This is an optimization exercise on Yosys and OpenROAD, whose aim is small area, a short achievable clock period and few clock cycles per item, not a production implementation.
In this exercise RTL edits were held to simulation tests only and were not proved equivalent to the original.

==> flow/design.v (outline; a module is shown in full before it is edited, if it fits) <==
// module rs_kernel: 175 lines
// module rs_bmul: 820 lines
module rs_kernel (
    input  wire        clk,
    input  wire        rst,         
    input  wire        in_valid,
    output wire        in_ready,
    input  wire [31:0] in_x,        
    input  wire [17:0] in_ca,       
    input  wire [17:0] in_cb,       
    input  wire [3:0]  in_q,        
    input  wire        in_last,     
    input  wire        in_mode,     
    input  wire [15:0] in_lam,      
    output wire        out_valid,
    input  wire        out_ready,
    output reg  [31:0] out_val,
    output reg  [3:0]  out_q,
    output reg         out_sat
);
  // ...
==> flow/run.sh <==
#!/bin/bash
# synth_recipe.tcl (not shown) runs the flow's synth.tcl, then flattens the netlist and writes it again
# the make line also repeats each setting of config.mk as NAME=value (left out here)
make -C /OpenROAD-flow-scripts/flow DESIGN_CONFIG=/design/flow/config.mk WORK_HOME=/design/flow/orfs CLKGATE_MAP_FILE= SYNTH_SCRIPT=/design/flow/synth_recipe.tcl finish
==> flow/config.mk <==
export PLATFORM = sky130hd
export DESIGN_NAME = rs_kernel
export DESIGN_NICKNAME = rs_kernel
export VERILOG_FILES = /design/flow/design.v
export SDC_FILE = /design/flow/constraint.sdc
export NUM_CORES = 4
export LEC_CHECK = 0
export ABC_CLOCK_PERIOD_IN_PS = 3500
export CAP_MARGIN = 20
export CORE_MARGIN = 2
export CORE_UTILIZATION = 40
export SETUP_SLACK_MARGIN = 5
export SLEW_MARGIN = 20
==> flow/constraint.sdc <==
create_clock -name core_clock -period 14.0 [get_ports {clk}]
set_input_delay 2.8000 -clock core_clock [delete_from_list [all_inputs] [get_ports {clk}]]
set_output_delay 2.8000 -clock core_clock [all_outputs]
set_load 0.01 [all_outputs]
==> results_dict.tcl, run 1 <==
set metrics [dict create \
    worstSetupEndpoint "x0[29]" \
    crit_chain "buf_4 > inv_1 > nor2_1 > buf_4 > a21o_1 > ha_1 > inv_1 > fa_1 > a21o_1 > a21o_1 > a2111oi_0 > o31a_1 > o21ai_0 > a21oi_1 > a21oi_1 > a31oi_1 > o31ai_1 > or4_1 > o2111ai_1" \
    holdCritStartpoint "q0[1]" \
    numSequentialCells 469 \
    layout_common_cells "557 x a22oi_1, 531 x inv_1, 517 x fa_1, 394 x xnor2_1, 366 x xor2_1" \
    path_delay_family "compound AO/OA/AOI/OAI gates" \
    post_cts_resized 0 \
    clkCellAreaFrac 0.0400 \
    status "timing/DRC/antenna clean" \
    post_drt_wl_per_cell_um 25.6 \
    postLayoutSetupSlackWorst_ns 8.27 \
    cp_data_required_time_ns 14.60 \
    hold_path.class "flop to flop" \
    route.detailed.drc 0 \
    die_h_um 346 \
    viasPerCell 5.88 \
    synthMuxAreaShare 0.00877 \
    rows 125 \
    nWellTaps 1524 \
    groute.layer.met3.usage 0.0692 \
    seq_area_mm2 0.0100 \
    fillers 11178 \
    diodes 3 \
]
Testbench counts, summed over its fixed seeds: cycles 63,342, items 2,400.
==> run 2: changes to the inputs <==
==> flow/flow/run.sh (new file) <==
#!/bin/bash
set -euo pipefail
cd "$(dirname "$0")/.."
bash standard.sh SETUP_SLACK_MARGIN=10 finish > standard_make.log 2>&1
==> flow/standard.sh (new file) <==
#!/bin/bash
# synth_recipe.tcl (not shown) runs the flow's synth.tcl, then flattens the netlist and writes it again
# the make line also repeats each setting of config.mk as NAME=value (left out here)
make -C /OpenROAD-flow-scripts/flow DESIGN_CONFIG=/design/flow/config.mk WORK_HOME=/design/flow/orfs CLKGATE_MAP_FILE= SYNTH_SCRIPT=/design/flow/synth_recipe.tcl "${@:-finish}"
--- a/flow/config.mk
+++ b/flow/config.mk
@@ -11,3 +11,2 @@
 export CORE_UTILIZATION = 40
-export SETUP_SLACK_MARGIN = 5
 export SLEW_MARGIN = 20
removed: flow/run.sh
==> run 2 against run 1 <==
First-iteration DRC count fell by 5.6%. Maximum frequency rose by 21%. Wire length rose by 3.8%. Critical path depth did not move. Worst setup slack improved by 1.0 ns. Critical path type unchanged.
==> results_dict.tcl, run 2 <==
set metrics [dict create \
    status "timing/DRC/antenna clean" \
    final_max_slew_viol_count 0 \
    core_mm2 0.116 \
    route.detailed.drc 0 \
    die_w_um 346 \
    viasPerCell 5.89 \
    layout_common_cells "557 x a22oi_1, 525 x inv_1, 505 x fa_1, 385 x xnor2_1, 365 x xor2_1" \
    finalHoldViolations 0 \
    fin_worst_skew_ns 0.0578 \
    path_class "flop to flop" \
    ys_types 79 \
    dp_hpwl_mm 118 \
    routed_wl_mm 172 \
    critPathLaunch "acc_b[12]" \
    final_common_cell "a22oi_1" \
    antenna_found_initial 6 \
    reg2reg_slack_ns 9.28 \
    synth-simple-area-share 0.0840 \
    fin_tns_setup_ns 0 \
    synth-async-reset-ratio 0 \
    fillers 10715 \
    synth_edf_count 60 \
    crit_fanout 4 \
    synth_top_family_by_area "adder cells" \
    first_global_vias 39151 \
    critPathArrivalTime_ns 5.14 \
    synth_area_leader_cell "fa_1" \
    fin_crit_sh 0.337 \
    synth_seq_cells 469 \
    grt_setup_unrepaired "yes" \
    cp-start-kind "flop" \
    grt_max_degree 63 \
    grt_pass1_wl_mm 252 \
    dp_slack_ns 8.49 \
    setup-violations-final 0 \
    max_freq_mhz 212 \
    slew_headroom 0.255 \
    maxCapViolCount 0 \
    clk-insertion-delay-late_ns 0.67 \
    hold_buffers 0 \
    synthTopCellsByArea "fa_1 22%, dfxtp_1 18%, a22oi_1 9.0%, xnor2_1 7.4%, xor2_1 6.9%" \
    synthMuxAreaShare 0.00877 \
    cts-root-buf "clkbuf_16" \
    synth_area_mm2 0.0467 \
    synth_most_common_cell "a22oi_1" \
    h-tree-depth 2 \
    clk_pin_slew_worst_paths_ns 0.06 \
    gp_congestion 0.988 \
    synth_ff_type "dfxtp_1" \
    dieArea_mm2 0.119 \
    yosysTopAreaCellShare 0.222 \
    antenna_left 0 \
    nets 5950 \
    synth-compound-area-share 0.186 \
    die_h_um 346 \
    numCtsBuffers 55 \
    drtIter0Drc 4093 \
    r2r_start "acc_b[12]" \
    synth_xor_area_frac 0.143 \
    r2r-end "out_val[6]" \
    hold_path.class "flop to flop" \
    vias 39259 \
    tightest_slew_ns 1.12 \
    postLayoutSetupSlackWorst_ns 9.28 \
    cp_data_required_time_ns 14.43 \
    finalWorstPathRequiredPeriod_ns 4.72 \
    clock-sinks 469 \
    synth_area_per_cell_um2 9.28 \
    clk_path_buf_depth 3 \
    worstSetupEndpoint "out_val[6]" \
    cts_tree "done" \
    post_drt_wl_per_cell_um 25.9 \
    critPathCaptureType "flop" \
    synth_adder_area_share 0.289 \
    gr-total-overflow 0 \
    ios 133 \
    rows 125 \
    syn_to_final_growth_pct 18.8 \
    drtPass1Iterations 6 \
    port_buffers 132 \
    yosysWarnings 1 \
    yosysSeqAreaShare 0.214 \
    postSynthCellCount 5031 \
    reg_top3 "acc_a (50), acc_b (50)" \
    synth_common_cells "557 x a22oi_1, 531 x inv_1, 517 x fa_1" \
    syn_nets 5891 \
    grt_usage 0.278 \
    worstRegToRegCells 19 \
    initial_core_util 0.403 \
    drive_gt1_frac 0.169 \
]
run 2: worst min path at each step:
stage | from | end | slack (ns) | cells past startpoint
final | q0[3] | q1[3] | 0.32 | 0
after global routing | q0[3] | q1[3] | 0.33 | 0
after CTS | q0[3] | q1[3] | 0.31 | 0
after detailed placement | q0[1] | q1[1] | 0.31 | 0
after global placement | q0[3] | q1[3] | 0.31 | 0
after floorplan | m0 | m1 | 0.31 | 0
run 2: final cells by class:
class / count / area (um2) / share of cell area
Inverter: 531 / 2000 / 0.0360
Timing Repair inverter: 1 / 7.51 / 0.000135
Sequential cell: 469 / 10100 / 0.182
Multi-Input combinational cell: 3639 / 35900 / 0.647
Clock buffer: 72 / 1530 / 0.0276
Antenna cell: 1 / 2.50 / 0.0000452
Tap cell: 1524 / 1910 / 0.0344
Timing Repair Buffer: 393 / 3650 / 0.0658
Clock inverter: 30 / 375 / 0.00677
run 2: layer usage:
metal,up-vias,track usage,wire (um)
met5,-,0,37
met4,6,0.106,6950
met3,396,0.0695,18700
met2,2253,0.412,73200
met1,19434,0.388,73300
li1,17170,-,-
run 2: logic make-up (layout without fill, tap and decap cells):
family / Yosys count / after routing
AOI/OAI and AO/OA: 1280 / 1281
and+or+nand+nor: 783 / 793
xor gates and xnor gates: 760 / 760
other: 0 / 1
buffers and inverters: 934 / 1027
muxes: 38 / 38
DFF: 469 / 469
adders and majority gates: 767 / 767
run 2: repair_timing:
| item | 4_1_cts | 5_1_grt |
|---|---|---|
| pin swaps | 127 | 149 |
| gates cloned | 14 | 4 |
| buffers inserted | 107 | 70 |
| resized for setup | 541 | 287 |
| hold endpoints to repair | 0 | 0 |
| endpoints found under the setup margin | 227 | 163 |
run 2: per-stage QoR:
stage	area [um2]	utilization	hold slack (ns)	cells
2_1_floorplan	46900	-	0.310	5031
3_3_place_gp	49200	0.425	0.314	6362
3_5_place_dp	49200	0.425	0.315	6362
4_1_cts	53500	0.462	0.315	6585
5_1_grt	55400	0.478	0.329	6659
6_report	55400	0.478	0.320	6660
run 2: critical path, cell delays in order (launching register included):
cell       delay (ns)
dfxtp_2          0.34
nor4_4           0.28
nand4_1          0.12
nand3b_1         0.13
fa_2             0.22
inv_2            0.04
fa_2             0.38
a211oi_4         0.31
o211ai_2         0.12
and4_4           0.22
or3_4            0.34
a2111oi_4        0.31
nand4_2          0.20
or3_4            0.43
a211oi_4         0.35
buf_4            0.18
buf_4            0.10
o32a_4           0.16
nor4_1           0.05
o21a_1           0.20
==> module rs_kernel, before the edit <==
module rs_kernel (
    input  wire        clk,
    input  wire        rst,         
    input  wire        in_valid,
    output wire        in_ready,
    input  wire [31:0] in_x,        
    input  wire [17:0] in_ca,       
    input  wire [17:0] in_cb,       
    input  wire [3:0]  in_q,        
    input  wire        in_last,     
    input  wire        in_mode,     
    input  wire [15:0] in_lam,      
    output wire        out_valid,
    input  wire        out_ready,
    output reg  [31:0] out_val,
    output reg  [3:0]  out_q,
    output reg         out_sat
);
    function [1:0] vrank(input [1:0] v);
        case (v)
            2'b00:   vrank = 2'd0;
            2'b11:   vrank = 2'd1;
            default: vrank = 2'd2;    
        endcase
    endfunction
    function [1:0] venc(input [1:0] rank);
        case (rank)
            2'd0:    venc = 2'b00;
            2'd1:    venc = 2'b11;
            default: venc = 2'b01;
        endcase
    endfunction
    function [1:0] vmax(input [1:0] x, input [1:0] y);
        vmax = (x > y) ? x : y;
    endfunction
    function [26:0] benc(input [17:0] y);
        integer j;
        reg ym1, y0, y1;
        begin
            for (j = 0; j < 9; j = j + 1) begin
                ym1 = (j == 0) ? 1'b0 : y[2*j-1];
                y0  = y[2*j];
                y1  = y[2*j+1];
                benc[j]      = y0 ^ ym1;
                benc[9 + j]  = (y1 & ~y0 & ~ym1) | (~y1 & y0 & ym1);
                benc[18 + j] = y1;
            end
        end
    endfunction
    reg        rdy;             
    reg        ov;              
    reg        c1, c2;          
    reg        p1, p2, p3;      
    reg        fw;              
    wire tap_hs   = in_valid & rdy;
    wire last_hs  = tap_hs & in_last;
    wire ilast_hs = last_hs & ~in_mode;
    wire out_hs   = ov & out_ready;
    wire c1_n     = c2 | (c1 & ~out_hs) | last_hs;
    wire c2_n     = (c2 & ~(out_hs & ~last_hs)) | (c1 & last_hs & ~out_hs);
    wire fload    = (p3 | fw) & ~c2;
    wire fw_n     = (p3 | fw) & ~fload;
    assign in_ready  = rdy;
    assign out_valid = ov;
    reg  [31:0] x0;
    reg  [26:0] da0, db0;       
    reg  [3:0]  q0;
    reg         v0, l0, m0, f0;
    reg  [15:0] lam_r;
    reg  [49:0] acc_a, acc_b;   
    reg         ovf_a, ovf_b;   
    wire [49:0] val_a = ovf_a ? {{3{acc_a[49]}}, {47{~acc_a[49]}}} : acc_a;
    wire [49:0] val_b = ovf_b ? {{3{acc_b[49]}}, {47{~acc_b[49]}}} : acc_b;
    wire [48:0] diff  = val_b[48:0] - val_a[48:0];
    wire [17:0] ya = fload ? {1'b0, lam_r, 1'b0} : tap_hs ? in_ca : 18'd0;
    wire [17:0] yb = fload ? {1'b0, diff[16:0]}  : tap_hs ? in_cb : 18'd0;
    always @(posedge clk) begin
        x0  <= fload ? diff[48:17] : in_x;
        da0 <= benc(ya);
        db0 <= benc(yb);
        q0  <= in_q;
        l0  <= in_last;
        m0  <= in_mode;
        v0  <= tap_hs & ~rst;
        f0  <= fload & ~rst;
        if (rdy) lam_r <= in_lam;
    end
    wire [31:0] xb0 = f0 ? {16'd0, lam_r} : x0;
    wire [49:0] sa_w, ca_w, sb_w, cb_w;
    rs_bmul mul_a (.one(da0[8:0]), .two(da0[17:9]), .neg(da0[26:18]), .x(x0),  .s(sa_w), .c(ca_w));
    rs_bmul mul_b (.one(db0[8:0]), .two(db0[17:9]), .neg(db0[26:18]), .x(xb0), .s(sb_w), .c(cb_w));
    reg  [49:0] sa1, ca1, sb1, cb1;
    reg  [3:0]  q1;
    reg         v1, l1, m1, f1, first1;
    reg         nj0;             
    always @(posedge clk) begin
        sa1 <= sa_w; ca1 <= ca_w; sb1 <= sb_w; cb1 <= cb_w;
        q1 <= q0; l1 <= l0; m1 <= m0;
        v1 <= v0 & ~rst;
        f1 <= f0 & ~rst;
        first1 <= v0 & nj0;
        if (rst)     nj0 <= 1'b1;
        else if (v0) nj0 <= l0;
    end
    reg        hit_a, hit_b;
    reg [1:0]  vr;
    reg        tst, prd, mode;
    reg        rp;               
    wire [49:0] ina  = first1 ? 50'd0 : val_a;
    wire [49:0] inb  = (first1 | f1) ? 50'd0 : val_b;
    wire [49:0] suma = ina + sa1 + ca1;
    wire [49:0] sumb = inb + sb1 + cb1;
    wire novf_a = ~((suma[49] == suma[48]) & (suma[48] == suma[47]));
    wire novf_b = ~((sumb[49] == sumb[48]) & (sumb[48] == sumb[47]));
    wire [1:0] qr = vrank(q1[1:0]);
    wire       wr;               
    always @(posedge clk) begin
        acc_a <= suma;
        acc_b <= sumb;
        ovf_a <= novf_a;
        ovf_b <= novf_b;
        if (v1) begin
            hit_a <= (hit_a & ~first1) | novf_a;
            hit_b <= (hit_b & ~first1) | novf_b;
            vr    <= first1 ? qr : vmax(vr, qr);
            tst   <= (tst & ~first1) | q1[2];
            prd   <= (prd & ~first1) | q1[3];
            if (l1) mode <= m1;
        end
        if (rst) rp <= 1'b0;
        else     rp <= (rp & ~wr) | (v1 & l1 & m1) | f1;
    end
    wire        rup16 = ~mode & acc_b[15] & ((|acc_b[14:0]) | acc_b[16]);
    wire [16:0] e_hi  = mode ? 17'd0 : acc_b[32:16];
    wire [17:0] lo    = {1'b0, acc_a[16:0]} + {1'b0, e_hi} + {17'd0, rup16};
    wire        c17   = lo[17];
    wire        s17   = acc_a[17] ^ c17;
    wire        rnd   = lo[16] & ((|lo[15:0]) | s17);
    wire [32:0] a0    = acc_a[49:17];
    wire [32:0] a1    = a0 + 33'd1;
    wire [32:0] a2    = a0 + 33'd2;
    wire [32:0] shi   = c17 ? a1 : a0;
    wire        ovf_s = ~((shi[32] == shi[31]) & (shi[31] == shi[30]));
    wire [32:0] qv    = (c17 & rnd) ? a2 : (c17 | rnd) ? a1 : a0;
    wire [31:0] orr   = ovf_s ? {shi[32], 1'b1, 30'd0} : qv[31:0];
    wire        fin_hit = hit_a | (~mode & (hit_b | ovf_s));
    wire [1:0]  fin_vr  = fin_hit ? vmax(vr, 2'd1) : vr;
    assign wr = rp & ~ov;
    always @(posedge clk) begin
        if (wr) begin
            out_val <= (~mode && fin_vr == 2'd2) ? 32'd0 : orr;
            out_q   <= {prd, tst, venc(fin_vr)};
            out_sat <= fin_hit;
        end
        if (rst) begin
            rdy <= 1'b1;
            ov  <= 1'b0;
            c1  <= 1'b0;
            c2  <= 1'b0;
            p1  <= 1'b0;
            p2  <= 1'b0;
            p3  <= 1'b0;
            fw  <= 1'b0;
        end else begin
            rdy <= ~(ilast_hs | p1 | p2 | fw_n | c2_n);
            ov  <= wr | (ov & ~out_ready);
            c1  <= c1_n;
            c2  <= c2_n;
            p1  <= ilast_hs;
            p2  <= p1;
            p3  <= p2;
            fw  <= fw_n;
        end
    end
endmodule
==> run 3: changes to the inputs <==
--- a/flow/design.v
+++ b/flow/design.v
@@ -70,3 +70,4 @@
     reg  [49:0] acc_a, acc_b;   
-    reg         ovf_a, ovf_b;   
+    wire ovf_a = ~((acc_a[49] == acc_a[48]) & (acc_a[48] == acc_a[47]));
+    wire ovf_b = ~((acc_b[49] == acc_b[48]) & (acc_b[48] == acc_b[47]));
     wire [49:0] val_a = ovf_a ? {{3{acc_a[49]}}, {47{~acc_a[49]}}} : acc_a;
@@ -104,3 +105,4 @@
     end
-    reg        hit_a, hit_b;
+    reg        hit_a, hit_b;     
+    reg        vd, fd;           
     reg [1:0]  vr;
@@ -110,6 +112,10 @@
     wire [49:0] inb  = (first1 | f1) ? 50'd0 : val_b;
-    wire [49:0] suma = ina + sa1 + ca1;
-    wire [49:0] sumb = inb + sb1 + cb1;
-    wire novf_a = ~((suma[49] == suma[48]) & (suma[48] == suma[47]));
-    wire novf_b = ~((sumb[49] == sumb[48]) & (sumb[48] == sumb[47]));
+    wire [49:0] ta   = ina ^ sa1 ^ ca1;
+    wire [49:0] ka   = (ina & sa1) | (ina & ca1) | (sa1 & ca1);
+    wire [49:0] tb   = inb ^ sb1 ^ cb1;
+    wire [49:0] kb   = (inb & sb1) | (inb & cb1) | (sb1 & cb1);
+    wire [49:0] suma = ta + {ka[48:0], 1'b0};
+    wire [49:0] sumb = tb + {kb[48:0], 1'b0};
+    wire hit_a_job = (hit_a & ~fd) | (vd & ovf_a);
+    wire hit_b_job = (hit_b & ~fd) | (vd & ovf_b);
     wire [1:0] qr = vrank(q1[1:0]);
@@ -119,7 +125,9 @@
         acc_b <= sumb;
-        ovf_a <= novf_a;
-        ovf_b <= novf_b;
+        vd    <= v1 & ~rst;
+        fd    <= first1;
+        if (vd) begin
+            hit_a <= hit_a_job;
+            hit_b <= hit_b_job;
+        end
         if (v1) begin
-            hit_a <= (hit_a & ~first1) | novf_a;
-            hit_b <= (hit_b & ~first1) | novf_b;
             vr    <= first1 ? qr : vmax(vr, qr);
@@ -134,3 +142,4 @@
     wire [16:0] e_hi  = mode ? 17'd0 : acc_b[32:16];
-    wire [17:0] lo    = {1'b0, acc_a[16:0]} + {1'b0, e_hi} + {17'd0, rup16};
+    wire [18:0] lox   = {1'b0, acc_a[16:0], 1'b1} + {1'b0, e_hi, rup16};
+    wire [17:0] lo    = lox[18:1];
     wire        c17   = lo[17];
@@ -145,4 +154,5 @@
     wire [31:0] orr   = ovf_s ? {shi[32], 1'b1, 30'd0} : qv[31:0];
-    wire        fin_hit = hit_a | (~mode & (hit_b | ovf_s));
+    wire        fin_hit = hit_a_job | (~mode & (hit_b_job | ovf_s));
     wire [1:0]  fin_vr  = fin_hit ? vmax(vr, 2'd1) : vr;
+    wire        zero    = ~mode & (vr == 2'd2);
     assign wr = rp & ~ov;
@@ -150,3 +160,3 @@
         if (wr) begin
-            out_val <= (~mode && fin_vr == 2'd2) ? 32'd0 : orr;
+            out_val <= zero ? 32'd0 : orr;
             out_q   <= {prd, tst, venc(fin_vr)};
--- a/flow/config.mk
+++ b/flow/config.mk
@@ -7,3 +7,3 @@
 export LEC_CHECK = 0
-export ABC_CLOCK_PERIOD_IN_PS = 3500
+export ABC_AREA = 1
 export CAP_MARGIN = 20
==> run 3 against run 2 <==
Still clean. Cell area grew 1.3%. Count of clock-buffer cells in the layout grew 12. Core utilization shrank 0.17 points. Critical path depth shrank 17. Synthesized cell count grew 14%. Clock skew shrank 0.031 ns. Non-clock buffer count shrank 46. Worst setup slack gained 0.69 ns. Critical path type is now flop to output port. Highest routed layer unchanged.
==> results_dict.tcl, run 3 <==
set metrics [dict create \
    multiInputGateArea_mm2 0.0355 \
    cp-start-kind "flop" \
    postSynthCellCount 5738 \
    route.detailed.drc 0 \
    initial_core_util 0.403 \
    core_mm2 0.118 \
    synth-compound-area-share 0.151 \
    ios 133 \
    clock-sinks 469 \
    routed_wl_mm 195 \
    path_class "flop to output port" \
    grt_setup_unrepaired "yes" \
    rows 126 \
    synthMuxAreaShare 0.00190 \
    grt_usage 0.309 \
    diodes 0 \
    fillers 11270 \
    clk_pin_slew_worst_paths_ns 0.06 \
    hold_end "q1[3]" \
    yosysTopAreaCellShare 0.218 \
    dp_hpwl_mm 145 \
    cts-root-buf "clkbuf_16" \
    yosysWarnings 1 \
    synth_area_mm2 0.0474 \
    gp_congestion 1.02 \
    critPathCaptureType "output port" \
    reg2reg_slack_ns 9.98 \
    finalHoldViolations 0 \
    antenna_found_initial 11 \
    synth-async-reset-ratio 0 \
    nets 6716 \
    clk_path_buf_depth 3 \
    synth_edf_count 60 \
    whs_path_depth 0 \
    yosysSeqAreaShare 0.211 \
    critPathArrivalTime_ns 1.22 \
    antenna_left 0 \
    h-tree-depth 2 \
    synthTopCellsByArea "fa_1 22%, dfxtp_1 17%, xor2_1 13%, o22ai_1 7.4%, ha_1 6.6%" \
    post_drt_wl_per_cell_um 26.1 \
    ys_types 57 \
    first_global_vias 41924 \
    max_freq_mhz 248 \
    crit_fanout 2 \
    maxCapViolCount 0 \
    cp_data_required_time_ns 11.20 \
    setup-violations-final 0 \
    synth_ff_type "dfxtp_1" \
    finalWorstPathRequiredPeriod_ns 4.02 \
    drtIter0Drc 4690 \
    numCtsBuffers 59 \
    clk-insertion-delay-late_ns 0.67 \
    final_common_cell "inv_1" \
    tightest_slew_ns 1.29 \
    drtPass1Iterations 6 \
    cts_tree "done" \
    worstRegToRegCells 27 \
    synth_adder_area_share 0.284 \
    reg_top3 "acc_a (50), acc_b (50)" \
    die_w_um 348 \
    r2r-end "acc_a[48]" \
    fin_cells 7440 \
    layout_common_cells "785 x inv_1, 716 x xor2_1, 595 x nand2_1, 559 x o22ai_1, 511 x fa_1" \
    synth_xor_area_frac 0.140 \
    grt_max_degree 88 \
    r2r_start "acc_a[48]" \
    synth_most_common_cell "inv_1" \
    holdCritStartpoint "q0[3]" \
    gr-total-overflow 0 \
    port_buffers 132 \
    syn_to_final_growth_pct 18.4 \
    synth_seq_cells 469 \
    fin_crit_sh 0.287 \
    synth_top_family_by_area "adder cells" \
    synth-simple-area-share 0.120 \
    fin_tns_setup_ns 0 \
    final_max_slew_viol_count 0 \
    status "timing/DRC/antenna clean" \
    viasPerCell 5.85 \
    synth_area_per_cell_um2 8.26 \
    seq_area_mm2 0.0100 \
    dieArea_mm2 0.121 \
    place_inst 7197 \
    drive_gt1_frac 0.148 \
    fin_worst_skew_ns 0.0273 \
    hold_buffers 0 \
    die_h_um 348 \
    vias 43548 \
    slew_headroom 0.132 \
    synth_common_cells "804 x inv_1, 722 x xor2_1, 645 x nand2_1" \
    syn_nets 6599 \
    grt_pass1_wl_mm 279 \
    hold_path.class "flop to flop" \
    synth_area_leader_cell "fa_1" \
]
[run 3: cell count changes in the layout (fill, tap and decap cells not counted), sizes merged, moves of 84 or more]
cell / previous run / this run
nor2: 203 / 404
o22ai: 4 / 559
xor2: 366 / 722
a21oi: 187 / 271
inv: 539 / 835
nand3: 54 / 144
xnor2: 394 / 37
a22oi: 557 / 0
a21o: 102 / 17
nand2: 194 / 651
[run 3: final cells by class]
cell class	instances	share of cell area
Multi-Input combinational cell	4119	0.633
Sequential cell	469	0.179
Inverter	857	0.0597
Timing Repair Buffer	347	0.0571
Tap cell	1536	0.0342
Clock buffer	84	0.0309
Clock inverter	26	0.00580
Timing Repair inverter	2	0.000424
[run 3: cell families (layout without fill, tap and decap cells)]
group | count (synthesis) | in the layout
simple gates | 1356 | 1359
compound gates | 1224 | 1225
buf+inv | 1154 | 1316
fa+ha+maj | 767 | 767
xor+xnor | 759 | 759
flops | 469 | 469
mux | 9 | 9
[run 3: how the worst max path moves through the flow]
stage	slack (ns)	end	startpoint
floorplan	10.03	acc_b[29]	acc_b[48]
global placement	8.25	acc_b[29]	acc_b[48]
detailed placement	8.13	acc_b[29]	acc_b[48]
CTS	9.93	in_ready	rdy
global route	9.83	acc_a[42]	acc_a[48]
finish	9.98	in_ready	rdy
[run 3: worst max-delay path: stages (launching register included)]
cell and delay (ns):
dfxtp_2 0.33, buf_12 0.12, buf_6 0.11
[run 3: metal layers]
metal | track usage | wire length, um | vias up
met4 | 0.159 | 11900 | 18
li1 | - | - | 19037
met5 | 0 | 116 | -
met3 | 0.0657 | 20200 | 565
met2 | 0.465 | 83600 | 2668
met1 | 0.418 | 78700 | 21260
[run 3: stage by stage]
stage / setup WS (ns) / instance area, um2 / hold slack, ns / util
detailed placement: 8.13 / 50200 / 0.312 / 0.426
global placement: 8.25 / 50200 / 0.312 / 0.426
global route: 9.83 / 56100 / 0.330 / 0.477
finish: 9.98 / 56100 / 0.323 / 0.477
CTS: 9.93 / 53900 / 0.324 / 0.458
floorplan: 10.03 / 47400 / 0.310 / -
[run 3: repair_timing]
| item | 4_1_cts | 5_1_grt |
|---|---|---|
| pin swaps | 60 | 136 |
| setup buffers | 41 | 76 |
| gates cloned | 12 | 3 |
| endpoints found under the setup margin | 297 | 230 |
| resized for setup | 506 | 377 |
Testbench counts of run 3, summed over its fixed seeds: cycles 63,342, items 2,400.
==> run 4: changes to the inputs <==
--- a/flow/config.mk
+++ b/flow/config.mk
@@ -11,2 +11,4 @@
 export CORE_UTILIZATION = 40
+export CTS_CLUSTER_DIAMETER = 120
+export CTS_CLUSTER_SIZE = 20
 export SLEW_MARGIN = 20
==> run 4 against run 3 <==
Final cell count shrank 0.59%. Critical path type is now flop to flop. Register-to-register slack worse by 0.07 ns. Critical endpoint is now acc_a[47]. Synthesized cell count unchanged. Worst hold slack improved by 0.0073 ns. Worst setup slack worse by 0.070 ns. Non-clock buffer count rose by 17. Cell area shrank 2.0%. Largest cell class unchanged. Sequential share of layout area grew 0.37 points. Critical path depth is 13 higher. Still clean. Area after synthesis unchanged. Global-route usage down 0.34 points.
==> results_dict.tcl, run 4 <==
set metrics [dict create \
    whs_path_depth 0 \
    yosysTopAreaCellShare 0.218 \
    routed_wl_mm 194 \
    antenna_left 0 \
    hold_path.class "flop to flop" \
    cts_tree "done" \
    reg_top3 "acc_a (50), acc_b (50)" \
    nets 6706 \
    die_w_um 348 \
    cpMostUsedCell "o21ai_0" \
    cpPeakStageDelay_ns 0.69 \
    drive_gt1_frac 0.140 \
    grt_setup_unrepaired "yes" \
    synth_area_per_cell_um2 8.26 \
    final_common_cell "inv_1" \
    syn_nets 6599 \
    clk_pin_slew_worst_paths_ns 0.10 \
    grt_pass1_wl_mm 277 \
    postSynthCellCount 5738 \
    seq_area_mm2 0.0100 \
    synth_edf_count 60 \
    fin_hold_ws_ns 0.330 \
    crit_fanout 24 \
    post_drt_wl_per_cell_um 26.3 \
    path_class "flop to flop" \
    yosysWarnings 1 \
    numCtsBuffers 30 \
    synth_most_common_cell "inv_1" \
    viasPerCell 5.86 \
    tightest_slew_ns 1.26 \
    die_h_um 348 \
    drtPass1Iterations 6 \
    vias 43343 \
    cp-start-kind "flop" \
    reg2reg_slack_ns 9.91 \
    path_delay_family "compound AO/OA/AOI/OAI gates" \
    synth_area_leader_cell "fa_1" \
    max_freq_mhz 244 \
    h-tree-depth 1 \
    gp_congestion 1.02 \
    dp_hpwl_mm 145 \
    path_depth 15 \
    worstRegToRegCells 15 \
    ys_types 57 \
    critPathArrivalTime_ns 4.64 \
    slew_headroom 0.148 \
    crit_slowest_cell "o21ai_0" \
    path_buf_inv 3 \
    status "timing/DRC/antenna clean" \
    finalHoldViolations 0 \
    route.detailed.drc 0 \
    finalWorstPathRequiredPeriod_ns 4.09 \
    first_global_vias 41319 \
    syn_to_final_growth_pct 16.0 \
    gr-total-overflow 0 \
    synthTopCellsByArea "fa_1 22%, dfxtp_1 17%, xor2_1 13%, o22ai_1 7.4%, ha_1 6.6%" \
    antenna_found_initial 6 \
    fin_tns_setup_ns 0 \
    cp_data_required_time_ns 14.55 \
    synth_common_cells "804 x inv_1, 722 x xor2_1, 645 x nand2_1" \
    clock-sinks 469 \
    fillers 11381 \
    yosysSeqAreaShare 0.211 \
    final_max_slew_viol_count 0 \
    grt_usage 0.306 \
    synth_area_mm2 0.0474 \
    critPathCaptureType "flop" \
    core_mm2 0.118 \
    dieArea_mm2 0.121 \
    fin_worst_skew_ns 0.0267 \
    clk-insertion-delay-late_ns 0.68 \
    cts-root-buf "clkbuf_16" \
    grt_max_degree 88 \
    clk_path_buf_depth 3 \
    port_buffers 132 \
    drtIter0Drc 4537 \
    synth_seq_cells 469 \
    crit_chain "ha_4 > inv_2 > nand3_4 > buf_12 > bufbuf_16 > o21ai_0 > nor2_1 > fa_1 > ha_1 > a21oi_1 > o21ai_0 > nand2_1 > o211ai_1 > a31oi_1 > xor2_1" \
    final_util 0.467 \
    ios 133 \
    rows 126 \
    setup-violations-final 0 \
    synth-async-reset-ratio 0 \
    multiInputGateArea_mm2 0.0354 \
    synth_ff_type "dfxtp_1" \
    initial_core_util 0.403 \
    maxCapViolCount 0 \
    fin_crit_sh 0.292 \
    layout_common_cells "786 x inv_1, 715 x xor2_1, 600 x nand2_1, 559 x o22ai_1, 511 x fa_1" \
]
-- run 4: cell families after synthesis --
logic type,Yosys count,synth area share
fa+ha+maj,767,0.284
flops,469,0.211
buf+inv,1154,0.0922
xor+xnor,759,0.140
compound gates,1224,0.151
simple gates,1356,0.120
mux,9,0.00190
-- run 4: per-layer routing --
| metal | part of all wire | vias up | GRT usage |
|---|---|---|---|
| met1 | 0.41 | 21257 | 0.417 |
| met2 | 0.43 | 2600 | 0.465 |
| met5 | 0.00040 | - | 0 |
| li1 | - | 18979 | - |
| met4 | 0.056 | 12 | 0.138 |
| met3 | 0.10 | 495 | 0.0646 |
-- run 4: per-stage QoR --
| stage | setup WS (ns) | cells | cell area [um2] |
|---|---|---|---|
| final | 9.91 | 7396 | 55000 |
| after global routing | 9.83 | 7394 | 55000 |
| after CTS | 9.93 | 7297 | 52700 |
| after detailed placement | 8.13 | 7197 | 50200 |
| after global placement | 8.25 | 7197 | 50200 |
| after floorplan | 10.03 | 5738 | 47400 |
-- run 4: path summary, 6_finish.rpt --
kind,endpoint,from
min reg2reg,m1,m0
max,acc_a[47],acc_a[47]
min,m1,m0
max reg2reg,acc_a[47],acc_a[47]
-- run 4: final cells by class --
type	count	area share
timing repair inverter	3	0.000592
multi-input combinational	4120	0.644
sequential	469	0.182
timing repair buffer	364	0.0608
clock buffer	36	0.0144
tap	1536	0.0349
inverter	857	0.0609
clock inverter	9	0.00171
antenna	2	0.0000910
-- run 4: what timing repair did --
| item | 4_1_cts | 5_1_grt |
|---|---|---|
| setup buffers | 43 | 90 |
| resized for setup | 497 | 350 |
| gates cloned | 12 | 6 |
| hold buffers | 0 | 0 |
| endpoints found under the hold margin | 0 | 0 |
| endpoints found under the setup margin | 298 | 212 |
| pin swaps | 50 | 132 |
==> run 5: changes to the inputs <==
--- a/flow/design.v
+++ b/flow/design.v
@@ -70,6 +70,10 @@
     reg  [49:0] acc_a, acc_b;   
-    wire ovf_a = ~((acc_a[49] == acc_a[48]) & (acc_a[48] == acc_a[47]));
-    wire ovf_b = ~((acc_b[49] == acc_b[48]) & (acc_b[48] == acc_b[47]));
-    wire [49:0] val_a = ovf_a ? {{3{acc_a[49]}}, {47{~acc_a[49]}}} : acc_a;
-    wire [49:0] val_b = ovf_b ? {{3{acc_b[49]}}, {47{~acc_b[49]}}} : acc_b;
+    wire op_a = ~acc_a[49] & (acc_a[48] | acc_a[47]);
+    wire on_a =  acc_a[49] & ~(acc_a[48] & acc_a[47]);
+    wire op_b = ~acc_b[49] & (acc_b[48] | acc_b[47]);
+    wire on_b =  acc_b[49] & ~(acc_b[48] & acc_b[47]);
+    wire ovf_a = op_a | on_a;
+    wire ovf_b = op_b | on_b;
+    wire [49:0] val_a = {(acc_a[49:47] & ~{3{op_a}}) | {3{on_a}}, (acc_a[46:0] | {47{op_a}}) & ~{47{on_a}}};
+    wire [49:0] val_b = {(acc_b[49:47] & ~{3{op_b}}) | {3{on_b}}, (acc_b[46:0] | {47{op_b}}) & ~{47{on_b}}};
     wire [48:0] diff  = val_b[48:0] - val_a[48:0];
@@ -95,2 +99,3 @@
     reg         v1, l1, m1, f1, first1;
+    reg         zb1;             
     reg         nj0;             
@@ -102,2 +107,3 @@
         first1 <= v0 & nj0;
+        zb1    <= (v0 & nj0) | (f0 & ~rst);
         if (rst)     nj0 <= 1'b1;
@@ -110,4 +116,4 @@
     reg        rp;               
-    wire [49:0] ina  = first1 ? 50'd0 : val_a;
-    wire [49:0] inb  = (first1 | f1) ? 50'd0 : val_b;
+    wire [49:0] ina  = val_a & ~{50{first1}};
+    wire [49:0] inb  = val_b & ~{50{zb1}};
     wire [49:0] ta   = ina ^ sa1 ^ ca1;
==> run 5 against run 4 <==
Global-route usage shrank 0.88 points. Worst setup slack better by 0.017 ns. Core utilization is 2.0 points lower. Wire length is 3.1% lower. Still clean. Clock skew is 0.0046 ns lower. Sequential share of layout area increased by 0.52 points. Largest cell class unchanged. Critical endpoint is now in_ready.
==> results_dict.tcl, run 5 <==
set metrics [dict create \
    fin_crit_sh 0.291 \
    yosysWarnings 1 \
    synth_most_common_cell "inv_1" \
    reg2reg_slack_ns 10.01 \
    setup-violations-final 0 \
    yosysSeqAreaShare 0.207 \
    postSynthCellCount 5958 \
    numCtsBuffers 31 \
    grt_pass1_wl_mm 275 \
    ys_types 62 \
    synthTopCellsByArea "fa_1 21%, dfxtp_1 17%, xor2_1 13%, inv_1 7.4%, o22ai_1 7.2%" \
    grt_max_degree 93 \
    tightest_slew_ns 1.03 \
    reg_top3 "acc_a (50), acc_b (50)" \
    viasPerCell 5.65 \
    rows 127 \
    finalWorstPathRequiredPeriod_ns 4.08 \
    final_common_cell "inv_1" \
    drtIter0Drc 4913 \
    cts_tree "done" \
    critPathCaptureType "output port" \
    routed_wl_mm 188 \
    synth_seq_cells 470 \
    route.detailed.drc 0 \
    synth_area_per_cell_um2 8.13 \
    drive_gt1_frac 0.0913 \
    diodes 0 \
    clock-sinks 470 \
    fin_worst_skew_ns 0.0221 \
    synth_area_leader_cell "fa_1" \
    die_w_um 352 \
    first_global_vias 41718 \
    port_buffers 132 \
    vias 42788 \
    clk-insertion-delay-late_ns 0.66 \
    slew_headroom 0.310 \
    post_drt_wl_per_cell_um 24.9 \
    synth-async-reset-ratio 0 \
    maxCapViolCount 0 \
    synth_edf_count 60 \
    grt_setup_unrepaired "yes" \
    antenna_left 0 \
    dp_slack_ns 8.90 \
    max_freq_mhz 245 \
    path_class "flop to output port" \
    finalHoldViolations 0 \
    clk_pin_slew_worst_paths_ns 0.08 \
    dp_hpwl_mm 142 \
    crit_fanout 2 \
    critPathArrivalTime_ns 1.28 \
    status "timing/DRC/antenna clean" \
    place_inst 7470 \
    fin_tns_setup_ns 0 \
    synth_area_mm2 0.0484 \
    fin_cells 7570 \
    syn_nets 6818 \
    syn_to_final_growth_pct 10.7 \
    core_mm2 0.120 \
    antenna_found_initial 6 \
    crit_slowest_cell "dfxtp_2" \
    hold_buffers 0 \
    gr-total-overflow 0 \
    dieArea_mm2 0.124 \
    synth_ff_type "dfxtp_1" \
    ios 133 \
    gp_congestion 0.991 \
    cp_data_required_time_ns 11.20 \
    cpPeakStageDelay_ns 0.36 \
    final_max_slew_viol_count 0 \
    yosysTopAreaCellShare 0.213 \
    clk_path_buf_depth 3 \
    h-tree-depth 1 \
    layout_common_cells "947 x inv_1, 723 x xor2_1, 715 x nand2_1, 559 x o22ai_1, 512 x fa_1" \
    cts-root-buf "clkbuf_16" \
    synth_common_cells "953 x inv_1, 756 x nand2_1, 723 x xor2_1" \
    grt_usage 0.297 \
    crit_chain "buf_12 > buf_6" \
    nets 6802 \
    initial_core_util 0.404 \
    postLayoutSetupSlackWorst_ns 9.92 \
    die_h_um 352 \
    cp-start-kind "flop" \
    drtPass1Iterations 6 \
    hold_path.class "flop to flop" \
]
run 5: cell count changes in the layout (fill, tap and decap cells not counted), sizes merged, moves of 42 or more:
cell	delta
inv	+151
nand2	+121
buf	-112
nor2	-68
o21ai	-44
a21oi	+42
run 5: final timing paths:
kind              cells after the start        to     from
setup / recovery                      2  in_ready      rdy
hold reg to reg                       0     q1[3]    q0[3]
setup reg to reg                      9   ca1[33]  da0[18]
hold / removal                        0     q1[3]    q0[3]
run 5: kinds of logic (layout without fill, tap and decap cells):
group                      after synthesis  count (layout)  synth area share
and+or+nand+nor                       1418            1419             0.124
buffers and inverters                 1315            1314             0.103
AOI/OAI and AO/OA                     1221            1221             0.149
adders and majority gates              766             766             0.278
xor gates and xnor gates               759             759             0.137
DFF                                    470             470             0.207
muxes                                    9               9           0.00186
run 5: layer usage:
metal	GRT usage	routed length, um
met5	0	12
met4	0.0962	7350
met3	0.0710	20900
met2	0.436	78500
met1	0.427	81400
run 5: stage by stage:
step                hold WS [ns]  cell area [um2]   util
detailed placement         0.312            51100  0.426
global placement           0.311            51100  0.426
finish                     0.332            53600  0.447
CTS                        0.333            52600  0.438
floorplan                  0.310            48400      -
global route               0.346            53600  0.447
run 5: critical path: cells and delay by family (launching register included):
kind / cells / cell delay [ns]
flip-flops: 1 / 0.36
buffers and inverters: 2 / 0.26
run 5: timing repair:
| item | in CTS | in global routing |
|---|---|---|
| endpoints found under the setup margin | 306 | 209 |
| cloned | 3 | 7 |
| gates resized for setup | 324 | 174 |
| setup buffers | 14 | 27 |
| hold endpoints to repair | 0 | 0 |
| pin swaps | 3 | 21 |
run 5: cell type report:
cell class	instances	area, um2
clock buffer	38	812
clock inverter	11	135
fill	11877	66400
inverter	1010	3960
multi-input combinational	4174	34300
sequential	470	10000
tap	1612	2020
timing repair buffer	252	2280
timing repair inverter	3	22.5
Testbench counts of run 5, summed over its fixed seeds: cycles 63,342, items 2,400.
==> run 6: changes to the inputs <==
--- a/flow/design.v
+++ b/flow/design.v
@@ -90,3 +90,3 @@
         f0  <= fload & ~rst;
-        if (rdy) lam_r <= in_lam;
+        if (~(p1 | p2 | p3 | fw)) lam_r <= in_lam;
     end
==> run 6 against run 5 <==
Critical path depth is 16 higher. Via count about the same. Critical path type is now flop to flop. Largest cell class unchanged.
==> results_dict.tcl, run 6 <==
set metrics [dict create \
    grt_max_degree 70 \
    place_inst 7486 \
    yosysTopAreaCellShare 0.213 \
    gr-total-overflow 0 \
    synth_most_common_cell "inv_1" \
    cts-root-buf "clkbuf_16" \
    nets 6819 \
    syn_to_final_growth_pct 11.1 \
    finalHoldViolations 0 \
    synth_ff_type "dfxtp_1" \
    syn_nets 6835 \
    synthTopCellsByArea "fa_1 21%, dfxtp_1 17%, xor2_1 13%, inv_1 7.5%, o22ai_1 7.2%" \
    reg2reg_slack_ns 9.97 \
    drive_gt1_frac 0.0998 \
    synth_area_mm2 0.0485 \
    reg_top3 "acc_a (50), acc_b (50)" \
    seq_area_mm2 0.0100 \
    antenna_found_initial 11 \
    critPathArrivalTime_ns 4.54 \
    finalWorstPathRequiredPeriod_ns 4.03 \
    vias 42795 \
    whs_path_depth 0 \
    routed_wl_mm 186 \
    hold_path.class "flop to flop" \
    synth_edf_count 60 \
    initial_core_util 0.404 \
    ios 133 \
    yosysSeqAreaShare 0.206 \
    postSynthCellCount 5975 \
    synth_common_cells "975 x inv_1, 737 x nand2_1, 719 x xor2_1" \
    cp-start-kind "flop" \
    crit_fanout 8 \
    final_common_cell "inv_1" \
    rows 127 \
    grt_usage 0.287 \
    numCtsBuffers 29 \
    worstRegToRegCells 18 \
    core_mm2 0.120 \
    route.detailed.drc 0 \
    synth_area_per_cell_um2 8.12 \
    die_w_um 352 \
    r2r_start "acc_b[49]" \
    synth-async-reset-ratio 0 \
    multiInputGateArea_mm2 0.0347 \
    r2r-end "x0[11]" \
    clk_path_buf_depth 3 \
    clk-insertion-delay-late_ns 0.67 \
    synth_area_leader_cell "fa_1" \
    tightest_slew_ns 1.28 \
    layout_common_cells "962 x inv_1, 715 x xor2_1, 688 x nand2_1, 559 x o22ai_1, 510 x fa_1" \
    post_drt_wl_per_cell_um 24.5 \
    first_global_vias 41900 \
    synth_seq_cells 470 \
    die_h_um 352 \
    max_freq_mhz 248 \
    holdCritStartpoint "q0[0]" \
    final_max_slew_viol_count 0 \
    drtIter0Drc 4964 \
    grt_setup_unrepaired "yes" \
    fin_cells 7584 \
    fillers 12065 \
    gp_congestion 1.01 \
    viasPerCell 5.64 \
    drtPass1Iterations 6 \
    yosysWarnings 1 \
    antenna_left 0 \
    port_buffers 132 \
    fin_tns_setup_ns 0 \
    slew_headroom 0.135 \
    ys_types 62 \
    status "timing/DRC/antenna clean" \
    setup-violations-final 0 \
    maxCapViolCount 0 \
    critPathCaptureType "flop" \
    dp_hpwl_mm 140 \
    fin_crit_sh 0.288 \
    cp_data_required_time_ns 14.52 \
    cts_tree "done" \
    fin_worst_skew_ns 0.0456 \
    grt_pass1_wl_mm 272 \
    clock-sinks 470 \
    clk_pin_slew_worst_paths_ns 0.09 \
    dieArea_mm2 0.124 \
    hold_end "q1[0]" \
    h-tree-depth 1 \
    path_class "flop to flop" \
]
==> run 6: cell count changes after synthesis, sizes merged, moves of 5 or more <==
cell and delta:
a21oi +28, nand2 -27, inv +23, nor2 +16, nand3 -13, nand4 -13, o21a +11, xnor2 +8
a21o -7, buf +7, clkbuf -5, or2 +5
==> run 6: worst max-delay path, cell delays in order (launching register included) <==
cell and delay (ns):
dfxtp_4 0.38, inv_2 0.05, a21oi_4 0.42, buf_6 0.18
inv_4 0.06, nand2_1 0.09, nand2_2 0.13, ha_1 0.41
a21oi_1 0.31, nor2_1 0.07, nor2_1 0.10, inv_1 0.07
a21oi_1 0.20, o221ai_1 0.19, a21oi_1 0.38, o21ai_0 0.18
or2_2 0.29, nand3_1 0.31, nand2_1 0.08
==> run 6: worst max-delay path by stage <==
| stage | startpoint | slack (ns) | endpoint |
|---|---|---|---|
| finish | acc_b[49] | 9.97 | x0[11] |
| detailed placement | f0 | 8.79 | cb1[20] |
| floorplan | in_valid | 10.11 | rdy |
| global route | acc_a[48] | 9.88 | acc_a[35] |
| CTS | out_val[28] | 9.96 | out_val[28] |
| global placement | f0 | 8.82 | cb1[20] |
==> run 6: cell type report <==
class	count	share of cell area
well taps	1612	0.0374
repair inverters	6	0.000905
diodes	1	0.0000464
repair buffers	253	0.0426
multi-input cells	4167	0.643
inverters	1032	0.0747
clock buffers	38	0.0141
clock inverters	5	0.00111
flip-flops and latches	470	0.186
==> run 6: layer usage <==
metal / up-vias / track usage / part of all wire
li1: 19266 / - / -
met1: 20747 / 0.406 / 0.43
met2: 2428 / 0.419 / 0.41
met3: 350 / 0.0773 / 0.12
met4: 4 / 0.102 / 0.039
met5: - / 0 / 0.00011
==> run 6: cells by family after synthesis <==
group | Yosys count | synth area share
xor gates and xnor gates | 763 | 0.138
and+or+nand+nor | 1380 | 0.120
adders and majority gates | 766 | 0.277
AOI/OAI and AO/OA | 1248 | 0.152
DFF | 470 | 0.206
muxes | 9 | 0.00186
buffers and inverters | 1339 | 0.105
==> run 6: stage by stage <==
stage               utilization  hold WS (ns)  instance area, um2  setup slack, ns
floorplan                     -         0.310               48500            10.11
global placement          0.427         0.315               51200             8.82
detailed placement        0.427         0.314               51300             8.79
CTS                       0.438         0.339               52600             9.96
global route              0.449         0.340               53900             9.88
finish                    0.449         0.335               53900             9.97
==> run 6: repair_timing <==
item,in CTS,in global routing
resized for setup,296,269
gates cloned,6,6
hold buffers,0,0
buffers inserted,15,26
pin swaps,9,31
setup endpoints to repair,294,176
Testbench counts of run 6, summed over its fixed seeds: cycles 63,342, items 2,400.
==> run 7: changes to the inputs <==
--- a/flow/design.v
+++ b/flow/design.v
@@ -90,3 +90,3 @@
         f0  <= fload & ~rst;
-        if (~(p1 | p2 | p3 | fw)) lam_r <= in_lam;
+        if (rdy) lam_r <= in_lam;
     end
==> flow/run.sh (new file) <==
#!/bin/bash
# synth_recipe.tcl (not shown) runs the flow's synth.tcl, then flattens the netlist and writes it again
# the make line also repeats each setting of config.mk as NAME=value (left out here)
make -C /OpenROAD-flow-scripts/flow DESIGN_CONFIG=/design/flow/config.mk WORK_HOME=/design/flow/orfs CLKGATE_MAP_FILE= SYNTH_SCRIPT=/design/flow/synth_recipe.tcl finish
--- a/flow/config.mk
+++ b/flow/config.mk
@@ -13,2 +13,3 @@
 export CTS_CLUSTER_SIZE = 20
+export SETUP_SLACK_MARGIN = 5
 export SLEW_MARGIN = 20
removed: flow/flow/run.sh
removed: flow/standard.sh
==> run 7 against run 6 <==
Still clean on timing, DRC and antenna. Final cell count is 0.86% lower. Global-route usage is 0.75 points higher. Count of clock-buffer cells in the layout did not move. Sequential share of layout area rose by 0.60 points.
==> results_dict.tcl, run 7 <==
set metrics [dict create \
    hold_buffers 0 \
    crit_chain "inv_1 > nand2_1 > o22ai_1 > xor2_1 > ha_1 > fa_1 > inv_1 > fa_1 > inv_1 > fa_1 > fa_1" \
    ios 133 \
    die_w_um 352 \
    post_drt_wl_per_cell_um 24.6 \
    post-cts-setup-buffers 0 \
    setup-violations-final 0 \
    reg2reg_slack_ns 8.79 \
    path_buf_inv 3 \
    final_common_cell "inv_1" \
    post_cts_resized 0 \
    final_max_slew_viol_count 0 \
    syn_to_final_growth_pct 7.59 \
    tightest_slew_ns 1.05 \
    drtPass1Iterations 6 \
    cpPeakStageDelay_ns 0.98 \
    hold_path.class "flop to flop" \
    ys_types 62 \
    routed_wl_mm 185 \
    initial_core_util 0.404 \
    clk-insertion-delay-late_ns 0.66 \
    h-tree-depth 1 \
    place_inst 7470 \
    synth_edf_count 60 \
    synth_area_per_cell_um2 8.13 \
    finalWorstPathRequiredPeriod_ns 5.21 \
    cts_tree "done" \
    critPathCaptureType "flop" \
    clk_pin_slew_worst_paths_ns 0.09 \
    first_global_vias 41351 \
    cp-start-kind "flop" \
    synth_most_common_cell "inv_1" \
    dieArea_mm2 0.124 \
    gp_congestion 0.991 \
    antenna_found_initial 8 \
    gr-total-overflow 0 \
    grt_usage 0.295 \
    postSynthCellCount 5958 \
    synth_common_cells "953 x inv_1, 756 x nand2_1, 723 x xor2_1" \
    synth_seq_cells 470 \
    die_h_um 352 \
    crit_fanout 31 \
    diodes 0 \
    clk_path_buf_depth 3 \
    port_buffers 132 \
    path_delay_family "adder cells" \
    clock-sinks 470 \
    synthTopCellsByArea "fa_1 21%, dfxtp_1 17%, xor2_1 13%, inv_1 7.4%, o22ai_1 7.2%" \
    slew_headroom 0.299 \
    drtIter0Drc 5001 \
    path_class "flop to flop" \
    yosysWarnings 1 \
    synth_area_mm2 0.0484 \
    critPathArrivalTime_ns 5.74 \
    layout_common_cells "950 x inv_1, 754 x nand2_1, 723 x xor2_1, 559 x o22ai_1, 516 x fa_1" \
    synth_area_leader_cell "fa_1" \
    fin_cells 7519 \
    max_freq_mhz 192 \
    yosysSeqAreaShare 0.207 \
    syn_nets 6818 \
    synth_ff_type "dfxtp_1" \
    grt_max_degree 93 \
    finalHoldViolations 0 \
    fin_tns_setup_ns 0 \
    yosysTopAreaCellShare 0.213 \
    route.detailed.drc 0 \
    fin_crit_sh 0.372 \
    vias 42355 \
    final_util 0.434 \
    grt_setup_unrepaired "no" \
    cp_data_required_time_ns 14.52 \
    status "timing/DRC/antenna clean" \
    dp_hpwl_mm 142 \
    antenna_left 0 \
    synth-async-reset-ratio 0 \
    maxCapViolCount 0 \
    fin_worst_skew_ns 0.0235 \
    drive_gt1_frac 0.0398 \
    cts-root-buf "clkbuf_16" \
    crit_slowest_cell "dfxtp_1" \
    core_mm2 0.120 \
    grt_pass1_wl_mm 273 \
    rows 127 \
    viasPerCell 5.63 \
    nets 6751 \
    reg_top3 "acc_a (50), acc_b (50)" \
    numCtsBuffers 31 \
    cpMostUsedCell "fa_1" \
]
run 7: routing by layer:
metal  track usage  up-vias  part of all wire
met3        0.0714      343              0.11
met4        0.0958        4             0.038
met1         0.424    20408              0.44
met5             0        -           0.00013
met2         0.432     2454              0.41
li1              -    19146                 -
run 7: metrics by stage:
step           instance area (um2)  worst slack [ns]  hold WS, ns
3_3_place_gp                 51100              8.93        0.311
6_report                     52100              8.79        0.333
5_1_grt                      52100              8.59        0.346
2_1_floorplan                48400             10.06        0.310
3_5_place_dp                 51100              8.90        0.312
4_1_cts                      52100              8.90        0.333
run 7: path summary, 6_finish.rpt:
path | startpoint | cells after the start | endpoint
worst max-delay path | f0 | 11 | cb1[20]
worst min-delay path | q0[3] | 0 | q1[3]
worst max register to register | f0 | 11 | cb1[20]
worst min register to register | q0[3] | 0 | q1[3]
run 7: cell type report:
type	count	area [um2]
clock buffer	38	812
clock inverter	11	135
fill	11984	67900
inverter	1010	3800
multi-input combinational	4173	33400
sequential	470	10000
tap	1612	2020
timing repair buffer	205	1880
run 7: cell families after synthesis:
family,Yosys count,synth area share
flip-flops,470,0.207
AO/OA/AOI/OAI,1221,0.149
XOR/XNOR,759,0.137
multiplexers,9,0.00186
adder cells (fa/ha/maj),766,0.278
AND/OR/NAND/NOR,1418,0.124
buffers and inverters,1315,0.103
run 7: worst register-to-register path, delay by kind of cell, from the launching register on:
kind,cells,cell delay [ns]
compound gates,1,0.20
fa+ha+maj,5,2.11
simple gates,1,0.82
buf+inv,3,0.78
xor+xnor,1,0.19
flops,1,0.98
Testbench counts of run 7, summed over its fixed seeds: cycles 63,342, items 2,400.

==> what the ideal ports hide <==
The flow's constraints put no driver on any port. The routed layouts listed below were extracted and timed again, unchanged, in two steps.
Step 1 sets driving cells, clkbuf_16 on the clock port and buf_2 on the other inputs (assumed; they add their load-dependent delay and slew).
Step 2 times the ports against the registers' clock, not the clock port: input delays grow and output delays shrink by t, the midpoint of the rising clock arrivals with the driver on.
Three values: no drivers, after step 1, after step 2; two values: the first two.
run	t, ns	slack for setup (ns)	worst hold slack (ns)	clock arrival spread, ns	cell pins on the clock port's net
run 1	0.730	8.270 / 8.270 / 8.270	0.328 / 0.328 / 0.328	0.072 / 0.072	1
run 2	0.718	9.283 / 9.283 / 9.283	0.320 / 0.320 / 0.320	0.059 / 0.059	1
run 3	0.743	9.975 / 9.893 / 9.631	0.323 / 0.323 / 0.323	0.027 / 0.028	1
run 4	0.745	9.905 / 9.891 / 9.598	0.330 / 0.330 / 0.330	0.028 / 0.028	1
run 5	0.726	9.922 / 9.849 / 9.360	0.332 / 0.332 / 0.332	0.024 / 0.023	1
run 6	0.716	9.971 / 9.940 / 9.749	0.335 / 0.335 / 0.335	0.049 / 0.049	1
run 7	0.722	8.785 / 8.785 / 8.785	0.333 / 0.333 / 0.333	0.027 / 0.027	1
After both steps setup and hold are still met in every run listed. The setup slack of run 5, which loses most, moves by -0.073 ns with the drivers and by -0.562 ns with both steps.
